This design comes from an exercise in tuning for small area, a short achievable clock period and few clock cycles per item on the open sky130 flow, not from production work.
No functional check of the RTL was part of any run shown here.

==> flow/run.sh <==
#!/bin/bash
# synth_recipe.tcl (not shown) runs the flow's synth.tcl, then flattens the netlist and writes it again
# the make line also repeats each setting of config.mk as NAME=value (left out here)
make -C /OpenROAD-flow-scripts/flow DESIGN_CONFIG=/design/flow/config.mk WORK_HOME=/design/flow/orfs CLKGATE_MAP_FILE= SYNTH_SCRIPT=/design/flow/synth_recipe.tcl finish
==> flow/config.mk <==
export PLATFORM = sky130hd
export DESIGN_NAME = fe_divsqrt
export DESIGN_NICKNAME = fe_divsqrt
export VERILOG_FILES = /design/flow/design.v
export SDC_FILE = /design/flow/constraint.sdc
export NUM_CORES = 4
export LEC_CHECK = 0
export CAP_MARGIN = 20
export CORE_MARGIN = 2
export CORE_UTILIZATION = 40
export PLACE_DENSITY = 0.6
export SLEW_MARGIN = 20
==> flow/constraint.sdc <==
create_clock -name core_clock -period 10.5 [get_ports {clk}]
set_input_delay 2.1000 -clock core_clock [delete_from_list [all_inputs] [get_ports {clk}]]
set_output_delay 2.1000 -clock core_clock [all_outputs]
set_load 0.01 [all_outputs]
==> flow/design.v <==
module fe_divsqrt (
    input  wire        clk,
    input  wire        rst,       
    input  wire        start,
    input  wire        op,        
    input  wire [47:0] a,
    input  wire [47:0] b,
    input  wire [4:0]  ra,
    input  wire [4:0]  rb,
    output wire        ready,
    output reg         done,
    output wire [47:0] y,
    output wire [4:0]  ry,
    output wire        divz,
    output wire        sqneg,
    output wire        sat,
    output reg         rerr
);
    function [4:0] mod31_fold;
        input [9:0] s;
        reg   [5:0] t;
        begin
            t = s[4:0] + s[9:5];
            t = t[4:0] + t[5];
            if (t >= 6'd31)
                t = t - 6'd31;
            mod31_fold = t[4:0];
        end
    endfunction
    function [4:0] res48;
        input [47:0] x;
        reg   [9:0]  s;
        reg   [5:0]  r;
        integer      i;
        begin
            s = {7'd0, x[47:45]};
            for (i = 0; i < 9; i = i + 1)
                s = s + x[5*i +: 5];
            r = {1'b0, mod31_fold(s)};
            if (x[47])
                r = r + 6'd23;
            if (r >= 6'd31)
                r = r - 6'd31;
            res48 = r[4:0];
        end
    endfunction
    localparam [1:0] S_IDLE = 2'd0, S_PREP = 2'd1, S_RUN = 2'd2, S_FIX = 2'd3;
    reg  [1:0]  st;
    reg         op_r;
    reg         a_neg;
    reg         q_neg;
    reg         b_zero;
    reg         cin;
    reg  [4:0]  ra_r, rb_r;
    reg  [6:0]  cnt;           
    reg         lead;          
    reg         ovf;           
    reg         f47;           
    reg         nzlow;         
    reg  [4:0]  acc;           
    reg  [47:0] R, Q, D;
    assign ready = (st == S_IDLE);
    wire accept = start && ready;
    wire [47:0] C = {R[0], Q[47:1]};
    wire        neg_en = (st == S_FIX) || (!op_r && a_neg);
    reg  [47:0] below;         
    integer k;
    always @(*) begin
        below[0] = 1'b0;
        for (k = 1; k < 48; k = k + 1)
            below[k] = below[k-1] | C[k-1];
    end
    wire [47:0] negC = C ^ (below & {48{neg_en}});
    wire [47:0] X  = {R[46:0], Q[47]};
    wire [48:0] Zs = {1'b0, X} + {1'b0, D} + {48'd0, cin};
    wire        ok = Zs[48];             
    wire [47:0] W  = ok ? Zs[47:0] : X;
    wire [47:0] V = ~D;                  
    reg  [48:0] G;                       
    integer j;
    always @(*) begin
        G[48] = 1'b0;
        for (j = 47; j >= 0; j = j - 1)
            G[j] = G[j+1] | V[j];
    end
    wire [55:0] Xs = {R, Q[47:40]};
    wire        div_skip = ~|(Xs & ~{8'd0, G[48:1]});
    wire        sq_skip  = lead && !R[0] && (Q[47:41] == 7'd0);
    wire        skip     = (cnt >= 7'd9) && (op_r ? sq_skip : div_skip);
    wire [6:0]  pos      = cnt - 7'd1;   
    wire        last     = op_r ? (cnt == 7'd2) : (cnt == 7'd1);
    wire [4:0]  acc2     = {acc[3:0], acc[4]};
    wire [4:0]  acc_n    = (ok && acc2 == 5'd30) ? 5'd0 : acc2 + {4'd0, ok};
    wire sat_n   = q_neg ? (f47 && nzlow) : f47;
    wire use_c   = !op_r && (ovf || b_zero || sat_n);
    wire res_neg = !op_r && q_neg;
    wire [47:0] cval = q_neg ? 48'h8000_0000_0000 : 48'h7FFF_FFFF_FFFF;
    assign y = use_c ? cval : (op_r ? {12'd0, ~D[37:2]} : C);
    wire [4:0] accn = (acc == 5'd0) ? 5'd0 : ~acc;
    assign ry = use_c ? (q_neg ? 5'd27 : 5'd3) : (res_neg ? accn : acc);
    assign divz  = !op_r && b_zero;
    assign sqneg = op_r && a_neg;
    assign sat   = !op_r && !b_zero && (ovf || sat_n);
    always @(posedge clk) begin
        if (rst) begin
            st   <= S_IDLE;
            done <= 1'b0;
        end else begin
            done <= 1'b0;
            case (st)
            S_IDLE: if (start) begin
                st     <= S_PREP;
                op_r   <= op;
                a_neg  <= a[47];
                q_neg  <= a[47] ^ b[47];
                b_zero <= (b == 48'd0);
                cin    <= op | ~b[47];
                ra_r   <= ra;
                rb_r   <= rb;
            end
            S_PREP: begin
                rerr  <= (ra_r != res48(C)) ||
                         (!op_r && (cin ? ({1'b0, res48(D)} + {1'b0, rb_r} != 6'd30)
                                        : (res48(D) != rb_r)));
                cnt   <= op_r ? 7'd72 : 7'd71;
                lead  <= 1'b1;
                ovf   <= 1'b0;
                f47   <= 1'b0;
                nzlow <= 1'b0;
                acc   <= 5'd0;
                if ((op_r && a_neg) || (!op_r && b_zero)) begin
                    st   <= S_IDLE;
                    done <= 1'b1;
                end else
                    st   <= S_RUN;
            end
            S_RUN: begin
                if (skip) begin
                    cnt <= cnt - 7'd8;
                    acc <= {acc[1:0], acc[4:2]};    
                end else begin
                    cnt <= cnt - (op_r ? 7'd2 : 7'd1);
                    acc <= acc_n;
                    if (ok) lead <= 1'b0;
                    if (!op_r && ok) begin
                        if (pos >= 7'd48) ovf <= 1'b1;
                        if (pos == 7'd47) f47 <= 1'b1;
                        if (pos <  7'd47) nzlow <= 1'b1;
                    end
                    if ((!op_r && ok && (pos >= 7'd48 || (pos == 7'd47 && !q_neg)))) begin
                        st   <= S_IDLE;
                        done <= 1'b1;
                    end else if (last) begin
                        if (!op_r && q_neg) begin
                            st <= S_FIX;
                        end else begin
                            st   <= S_IDLE;
                            done <= 1'b1;
                        end
                    end
                end
            end
            S_FIX: begin
                st   <= S_IDLE;
                done <= 1'b1;
            end
            endcase
        end
    end
    always @(posedge clk) begin
        if (st == S_IDLE) begin
            R <= {47'd0, a[47]};
            Q <= {a[46:0], 1'b0};
            D <= op ? 48'hFFFF_FFFF_FFFE : (b ^ {48{~b[47]}});
        end else if (st == S_PREP || st == S_FIX) begin
            R <= {47'd0, negC[47]};
            Q <= {negC[46:0], 1'b0};
        end else if (skip) begin
            R <= Xs[47:0];
            Q <= {Q[39:0], 8'd0};
        end else if (op_r || last) begin
            R <= {W[46:0], Q[46]};
            Q <= {Q[45:0], ok & !op_r, 1'b0};
            if (op_r)
                D <= {D[46:2], ~ok, 2'b10};
        end else begin
            R <= W;
            Q <= {Q[46:0], ok};
        end
    end
endmodule
==> results.json, run 1 <==
{
  "ys_seq_elements": 179,
  "synth_warnings": 1,
  "grt_use_total_pct": 28.94,
  "antennaDiodeCount": 0,
  "clock-sinks": 179,
  "relSlewSlack_pct": 23.14,
  "synth_area_leaders": "edfxtp_1, dfxtp_1, fa_1, a21oi_1, ha_1",
  "start_util_pct": 40.60,
  "ys_async_sr_fraction_pct": 0,
  "wire_per_inst_um": 23.36,
  "core.rowCount": 78,
  "worstPathRequired_ps": 10720,
  "synth_top_area_cell": "edfxtp_1",
  "path_class": "flop to flop",
  "busiest_layer": "met2",
  "nFillCells": 4421,
  "hp-class": "flop to flop",
  "status": "no timing/DRC/antenna violations",
  "grt_use_met2_pct": 45.64,
  "hold_viol_final": 0,
  "r2r_slack_ps": 490,
  "fmax_mhz": 99.87,
  "cts_root_buffer": "clkbuf_16",
  "period_share_pct": 95.36,
  "clk_pin_slew_ps": 80,
  "synth_flop_cell": "dfxtp_1",
  "insertion_delay_ps": 480,
  "fin_util_pct": 47.12,
  "synth_cell_types": 87,
  "dr.pass1.iters": 6,
  "grt_first_pass_wirelength_mm": 105.4,
  "skew_ps": 15.52,
  "seq_area_frac_synth_pct": 23.85,
  "synth_nets": 2596,
  "via_per_inst": 6.184,
  "dieWidth_um": 218.6,
  "place_congestion": 0.9651,
  "port_buffers": 168,
  "routed_wl_mm": 69.92,
  "yosys-top-cells-count": "a21oi_1, nand2_1, o21ai_0, nor2_1, clkbuf_1",
  "dr_total_vias": 18510,
  "final_layout_size_suffix_gt1_share_pct": 5.307,
  "ant_nets": 0,
  "cts_made_buffers": 17,
  "drt_iter0_drc": 2212,
  "synth_edf_count": 81,
  "die_area_mm2": 0.04779,
  "hpwl_mm": 52.40,
  "critPathMaxStageDelay_ps": 560,
  "finalMaxSlewViolations": 0,
  "crit_path_end_kind": "flop",
  "grt_max_degree": 89,
  "antenna_found_initial": 1,
  "crit_path_start_kind": "flop",
  "nNetsFinal": 2675,
  "cp.arrival_ps": 10230,
  "seq_area_mm2": 0.004394,
  "grt_pass1_vias": 17720,
  "slowest_stage": "fa_1",
  "cts.htree.levels": 4,
  "synth_top_area_share_pct": 13.20,
  "grtUsageMet3_pct": 6.305,
  "finalSetupViolCount": 0,
  "syn-instance-count": 2301,
  "multi_input_area_mm2": 0.01315,
  "remaining_drc_errors": 0,
  "hold_buffers": 0,
  "syn_avg_cell_area_um2": 8.007,
  "tightestPinTransition_ps": 1153,
  "overflow": 0,
  "core_mm2": 0.04538,
  "ios": 169,
  "clock_path_buffers": 2,
  "syn2layout_area_growth_pct": 16.07,
  "cp_max_fo": 5,
  "cts_tree": "done",
  "cap_violations": 0,
  "met1_usage_pct": 39.15,
  "period_needed_ps": 10010,
  "die_h_um": 218.6,
  "synth_most_common_cell": "a21oi_1",
  "syn_area_mm2": 0.01843,
  "crit_path_frequent_cell": "ha_1"
}
[state kept, by name, summed over array words and instances, names as in the netlist, 2 cells and up]
| name | cells |
|---|---|
| D | 48 |
| ra_r | 5 |
| acc | 5 |
| R | 48 |
| st | 2 |
| rb_r | 5 |
| cnt | 7 |
| Q | 48 |
[critical path, delay by kind of cell, from the launching register on]
| family | cells | cell delay [ps] |
|---|---|---|
| fa+ha+maj | 12 | 4530 |
| compound gates | 11 | 1820 |
| flops | 1 | 520 |
| mux | 2 | 590 |
| simple gates | 14 | 1800 |
| xor+xnor | 3 | 520 |
[per-stage QoR]
stage / setup TNS [ps] / instance area [um^2] / setup slack (ps) / hold WS, ps / cells
detailed placement: 0 / 20580 / 219.1 / 519.4 / 2951
global placement: 0 / 20570 / 518.5 / 504.5 / 2950
global route: -48.80 / 21390 / -48.80 / 564.4 / 2993
CTS: 0 / 21230 / 192.5 / 531.5 / 2983
finish: 0 / 21390 / 486.9 / 533.4 / 2993
floorplan: 0 / 18430 / 1157 / 451.4 / 2301
[layout by cell type (no fill, tap or decap), types with 42 or more instances in the layout]
cell type	count
a21oi_1	283
nand2_1	264
o21ai_0	172
clkdlybuf4s50_1	167
nor2_1	139
ha_1	107
inv_1	102
dfxtp_1	98
xor2_1	96
xnor2_1	87
edfxtp_1	81
fa_1	76
nor3_1	50
a21o_1	48
nand3_1	48
o21a_1	43
buf_4	42
[timing repair]
action                                  in CTS  in global routing
endpoints found under the hold margin        0                  0
endpoints found under the setup margin       0                  1
resized for setup                            0                 11
buffers inserted                             0                  7
[final cells by class]
type                    count  share of cell area, %
clock buffers              18                  2.054
clock inverters            14                 0.9771
inverters                 105                  1.843
multi-input cells        1863                  61.50
flip-flops and latches    179                  20.55
well taps                 600                  3.510
repair buffers            214                  9.572
[cells by family after synthesis]
group | synth area share (%)
AO/OA/AOI/OAI | 27.16
AND/OR/NAND/NOR | 16.49
buffers and inverters | 5.466
XOR/XNOR | 9.296
adder cells (fa/ha/maj) | 15.71
flip-flops | 23.85
multiplexers | 2.030
[worst paths after layout]
kind / depth (start not counted) / end / from
max: 42 / rerr / D[7]
min: 2 / R[22] / R[14]
max reg2reg: 42 / rerr / D[7]
min reg2reg: 2 / R[22] / R[14]
[layer usage]
| layer | up-vias | wire, um |
|---|---|---|
| met3 | 145 | 6494 |
| li1 | 8447 | - |
| met4 | 2 | 2182 |
| met1 | 8967 | 29850 |
| met2 | 949 | 31390 |
| met5 | - | 11 |
==> inputs of run 2 (changes only) <==
==> flow/design.v (replaced) <==
module fe_divsqrt (
    input  wire        clk,
    input  wire        rst,       
    input  wire        start,
    input  wire        op,        
    input  wire [47:0] a,
    input  wire [47:0] b,
    input  wire [4:0]  ra,
    input  wire [4:0]  rb,
    output wire        ready,
    output reg         done,
    output reg  [47:0] y,
    output reg  [4:0]  ry,
    output reg         divz,
    output reg         sqneg,
    output reg         sat,
    output reg         rerr
);
    localparam [47:0] MAX48 = 48'h7FFF_FFFF_FFFF;
    localparam [47:0] MIN48 = 48'h8000_0000_0000;
    function [4:0] mod31_fold;
        input [9:0] s;
        reg   [5:0] t;
        begin
            t = s[4:0] + s[9:5];             
            t = t[4:0] + t[5];               
            if (t >= 6'd31)
                t = t - 6'd31;
            mod31_fold = t[4:0];
        end
    endfunction
    function [4:0] res48;
        input [47:0] x;
        reg   [9:0]  s;
        reg   [5:0]  r;
        integer      i;
        begin
            s = {7'd0, x[47:45]};
            for (i = 0; i < 9; i = i + 1)
                s = s + x[5*i +: 5];
            r = {1'b0, mod31_fold(s)};
            if (x[47])
                r = r + 6'd23;
            if (r >= 6'd31)
                r = r - 6'd31;
            res48 = r[4:0];
        end
    endfunction
    reg        busy;
    reg  [6:0] cnt;           
    reg        op_r;
    reg        a_neg;         
    reg        q_neg;         
    reg        b_zero;
    reg        rerr_r;
    reg  [71:0] num;          
    reg  [49:0] rem;          
    reg  [47:0] den;          
    reg  [35:0] root;         
    assign ready = !busy;
    wire        accept = start && ready;
    wire [47:0] a_mag = a[47] ? (~a + 48'd1) : a;
    wire [47:0] b_mag = b[47] ? (~b + 48'd1) : b;
    wire [50:0] div_trial = {rem, num[71]} - {3'd0, den};
    wire        div_ok    = !div_trial[50];
    wire [51:0] sq_rem_sh = {rem, num[71:70]};
    wire [51:0] sq_trial  = sq_rem_sh - {14'd0, root, 2'b01};
    wire        sq_ok     = !sq_trial[51];
    reg  [47:0] y_n;
    reg         sat_n;
    always @(*) begin
        y_n   = 48'd0;
        sat_n = 1'b0;
        if (op_r) begin
            if (!a_neg)
                y_n = {12'd0, root};
        end else if (b_zero) begin
            y_n = a_neg ? MIN48 : MAX48;
        end else if (!q_neg) begin
            if (num > {24'd0, MAX48}) begin
                y_n   = MAX48;
                sat_n = 1'b1;
            end else begin
                y_n = num[47:0];
            end
        end else begin
            if (num > {24'd0, MIN48}) begin
                y_n   = MIN48;
                sat_n = 1'b1;
            end else begin
                y_n = ~num[47:0] + 48'd1;
            end
        end
    end
    always @(posedge clk) begin
        if (rst) begin
            busy  <= 1'b0;
            done  <= 1'b0;
            cnt   <= 7'd0;
        end else begin
            done <= 1'b0;
            if (accept) begin
                busy   <= 1'b1;
                op_r   <= op;
                a_neg  <= a[47];
                q_neg  <= a[47] ^ b[47];
                b_zero <= (b == 48'd0);
                rerr_r <= (ra != res48(a)) || (!op && (rb != res48(b)));
                rem    <= 50'd0;
                root   <= 36'd0;
                den    <= b_mag;
                if (op) begin
                    num <= {a, 24'd0};
                    cnt <= 7'd36;
                end else begin
                    num <= {a_mag, 24'd0};
                    cnt <= 7'd72;
                end
            end else if (busy) begin
                if (cnt != 7'd0) begin
                    cnt <= cnt - 7'd1;
                    if (op_r) begin
                        num  <= {num[69:0], 2'b00};
                        root <= {root[34:0], sq_ok};
                        rem  <= sq_ok ? sq_trial[49:0] : sq_rem_sh[49:0];
                    end else begin
                        num  <= {num[70:0], div_ok};
                        rem  <= div_ok ? div_trial[49:0] : {rem[48:0], num[71]};
                    end
                end else begin
                    busy  <= 1'b0;
                    done  <= 1'b1;
                    y     <= y_n;
                    ry    <= res48(y_n);
                    sat   <= sat_n;
                    divz  <= !op_r && b_zero;
                    sqneg <= op_r && a_neg;
                    rerr  <= rerr_r;
                end
            end
        end
    end
endmodule
==> run 2 against run 1 <==
Compared with the run above:
- maximum frequency fell by 1.3%
- clock skew rose by 6.6 ps
- register-to-register slack got worse by 130 ps
- core utilization rose by 2.5 points
- sequential share of layout area rose by 4.8 points
- non-clock buffer count rose by 254
- final area rose by 52%
- critical endpoint is now ry[1]
==> results.json, run 2 <==
{
  "grt_first_pass_wirelength_mm": 119.7,
  "final_cell_mix": "buf_4, edfxtp_1, inv_1, nor2_1, nand2_1",
  "wire_per_inst_um": 18.13,
  "synth_top_area_share_pct": 30.52,
  "grt_max_degree": 102,
  "worstPathRequired_ps": 10800,
  "reg_top3": "num x72, rem x50",
  "critPathMaxStageDelay_ps": 550,
  "antennaDiodeCount": 0,
  "nNetsFinal": 3662,
  "syn2layout_area_growth_pct": 23.35,
  "hpwl_mm": 60.07,
  "top_register": "num",
  "clock_path_buffers": 3,
  "worstHoldPathCells": 0,
  "clock-sinks": 277,
  "hold_viol_final": 0,
  "hp-class": "flop to flop",
  "period_share_pct": 96.60,
  "grt_pass1_vias": 22410,
  "place_congestion": 0.9374,
  "synth_top_area_cell": "edfxtp_1",
  "clk_pin_slew_ps": 60,
  "yosys-top-cells-count": "edfxtp_1, inv_1, nor2_1, nand2_1, a21oi_1",
  "dieWidth_um": 260.7,
  "port_buffers": 168,
  "r2r-end": "ry[1]",
  "cts_tree": "done",
  "insertion_delay_ps": 550,
  "placed_cells": 4098,
  "synth_warnings": 1,
  "cp.arrival_ps": 10450,
  "final_layout_size_suffix_gt1_share_pct": 14.79,
  "synth_area_leaders": "edfxtp_1, fa_1, ha_1, xnor2_1, mux2i_1",
  "synth_nets": 3304,
  "synth_flop_cell": "edfxtp_1",
  "antenna_found_initial": 0,
  "final_common_cell": "buf_4",
  "slowest_stage": "or4_4",
  "finalSetupViolCount": 0,
  "period_needed_ps": 10140,
  "remaining_drc_errors": 0,
  "fin_util_pct": 49.64,
  "cts_root_buffer": "clkbuf_16",
  "crit_path_start_kind": "flop",
  "largest_reg_flops": 72,
  "timing.rr.start": "num[16]",
  "cts_made_buffers": 34,
  "cap_violations": 0,
  "ios": 169,
  "ant_nets": 0,
  "tightestPinTransition_ps": 1096,
  "ys_seq_elements": 277,
  "synth_cell_types": 89,
  "die_area_mm2": 0.06799,
  "core.rowCount": 94,
  "overflow": 0,
  "core_mm2": 0.06551,
  "syn-instance-count": 2936,
  "dr.pass1.iters": 6,
  "ys_async_sr_fraction_pct": 0,
  "crit_path_end_kind": "flop",
  "synth_most_common_cell": "edfxtp_1",
  "whs_ps": 429.2,
  "path_class": "flop to flop",
  "min_delay_worst_endpoint": "rerr",
  "finalMaxSlewViolations": 0,
  "fin_cells": 4183,
  "cts.htree.levels": 2,
  "r2r_slack_ps": 360,
  "via_per_inst": 5.472,
  "skew_ps": 22.13,
  "status": "no timing/DRC/antenna violations",
  "grt_use_total_pct": 21.93,
  "worstRegToRegCells": 46,
  "routed_wl_mm": 75.83,
  "dr_total_vias": 22890,
  "crit_path_frequent_cell": "a21oi_2",
  "drt_iter0_drc": 1780,
  "relSlewSlack_pct": 26.92,
  "start_util_pct": 40.25,
  "synth_edf_count": 268,
  "seq_area_frac_synth_pct": 31.21,
  "syn_area_mm2": 0.02637,
  "syn_avg_cell_area_um2": 8.980,
  "hp-start": "rerr_r",
  "die_h_um": 260.7,
  "fmax_mhz": 98.59,
  "cp_max_fo": 4
}
run 2: how the worst max path moves through the flow:
stage          slack (ps)  startpoint     end  cells after the start
2_1_floorplan         -20     num[13]   ry[1]                     48
3_3_place_gp         -310        a[1]  rerr_r                     34
3_5_place_dp         -460        a[1]  rerr_r                     34
4_1_cts                50     num[13]   ry[1]                     46
5_1_grt               -90     num[16]   ry[1]                     46
6_report              360     num[16]   ry[1]                     46
run 2: layout make-up:
class	instances	area, um^2
sequential	277	8228
clock buffer	47	920.9
multi-input combinational	2244	17150
fill	6065	32990
inverter	269	1010
timing repair buffer	468	3974
tap	864	1081
clock inverter	14	161.4
run 2: cells by family (layout without fill, tap and decap cells):
group                      Yosys count  count (layout)  share of synthesized area, %
DFF                                277             277                         31.21
muxes                              106             106                         4.034
xor gates and xnor gates           271             271                         9.220
and+or+nand+nor                    834             834                         15.44
adders and majority gates          261             261                         15.47
AOI/OAI and AO/OA                  772             772                         18.69
buffers and inverters              415             798                         5.946
run 2: metal layers:
metal	global-route usage (%)	wire, um	vias up	part of all wire (%)
met5	0	0	-	0
met2	37.62	36850	588	49
met3	2.010	3292	99	4.3
met4	5.587	1543	0	2.0
met1	29.68	34140	10940	45
li1	-	-	11270	-
run 2: metrics by stage:
stage	instance area [um^2]	TNS (ps)	setup WS (ps)
2_1_floorplan	26410	-23.96	-23.96
3_3_place_gp	30760	-315.1	-312.1
3_5_place_dp	30760	-649.1	-461.3
4_1_cts	31940	0	46.07
5_1_grt	32520	-149.4	-94.27
6_report	32520	0	357.0
run 2: critical path: cells and delay by family, from the launching register on:
family	cells	cell delay, ps
AND/OR/NAND/NOR	17	3400
adder cells (fa/ha/maj)	10	3330
AO/OA/AOI/OAI	13	1890
multiplexers	2	450
flip-flops	1	390
buffers and inverters	3	250
XOR/XNOR	1	170
run 2: repair_timing:
item                       CTS  global route
pin swaps                    5            80
hold buffers                 0             0
buffers inserted             5            19
resized for setup           16           112
setup endpoints to repair    2             6

[static timing again, ports no longer ideal]
In the flow no input, the clock included, has a driving cell. The finished layouts below were timed again as built, in two steps. Step 1, drivers: a clkbuf_16 drives clk and a buf_2 each remaining input, both assumed. Step 2 adds t to the input delays and takes it off the output delays; t is the mean of the earliest and latest rising clock arrival at the registers after step 1. Input paths then give back, and output paths get back, about the clock's delay inside the block. Slacks: no drivers / after step 1 / after step 2; pairs: no drivers / after step 1.
run	shift t [ns]	setup WS [ns]	clock arrival spread, ns	worst register clock-pin slew, ns
run 1	0.527	0.487 / 0.487 / 0.487	0.016 / 0.016	0.08 / 0.08
run 2	0.601	0.357 / 0.357 / -0.175	0.024 / 0.024	0.06 / 0.06
With both steps, setup timing fails in run 2, where it was met with ideal ports. For run 2, which loses most, drivers alone change the setup slack by 0.000 ns; drivers and shift together by -0.532 ns.
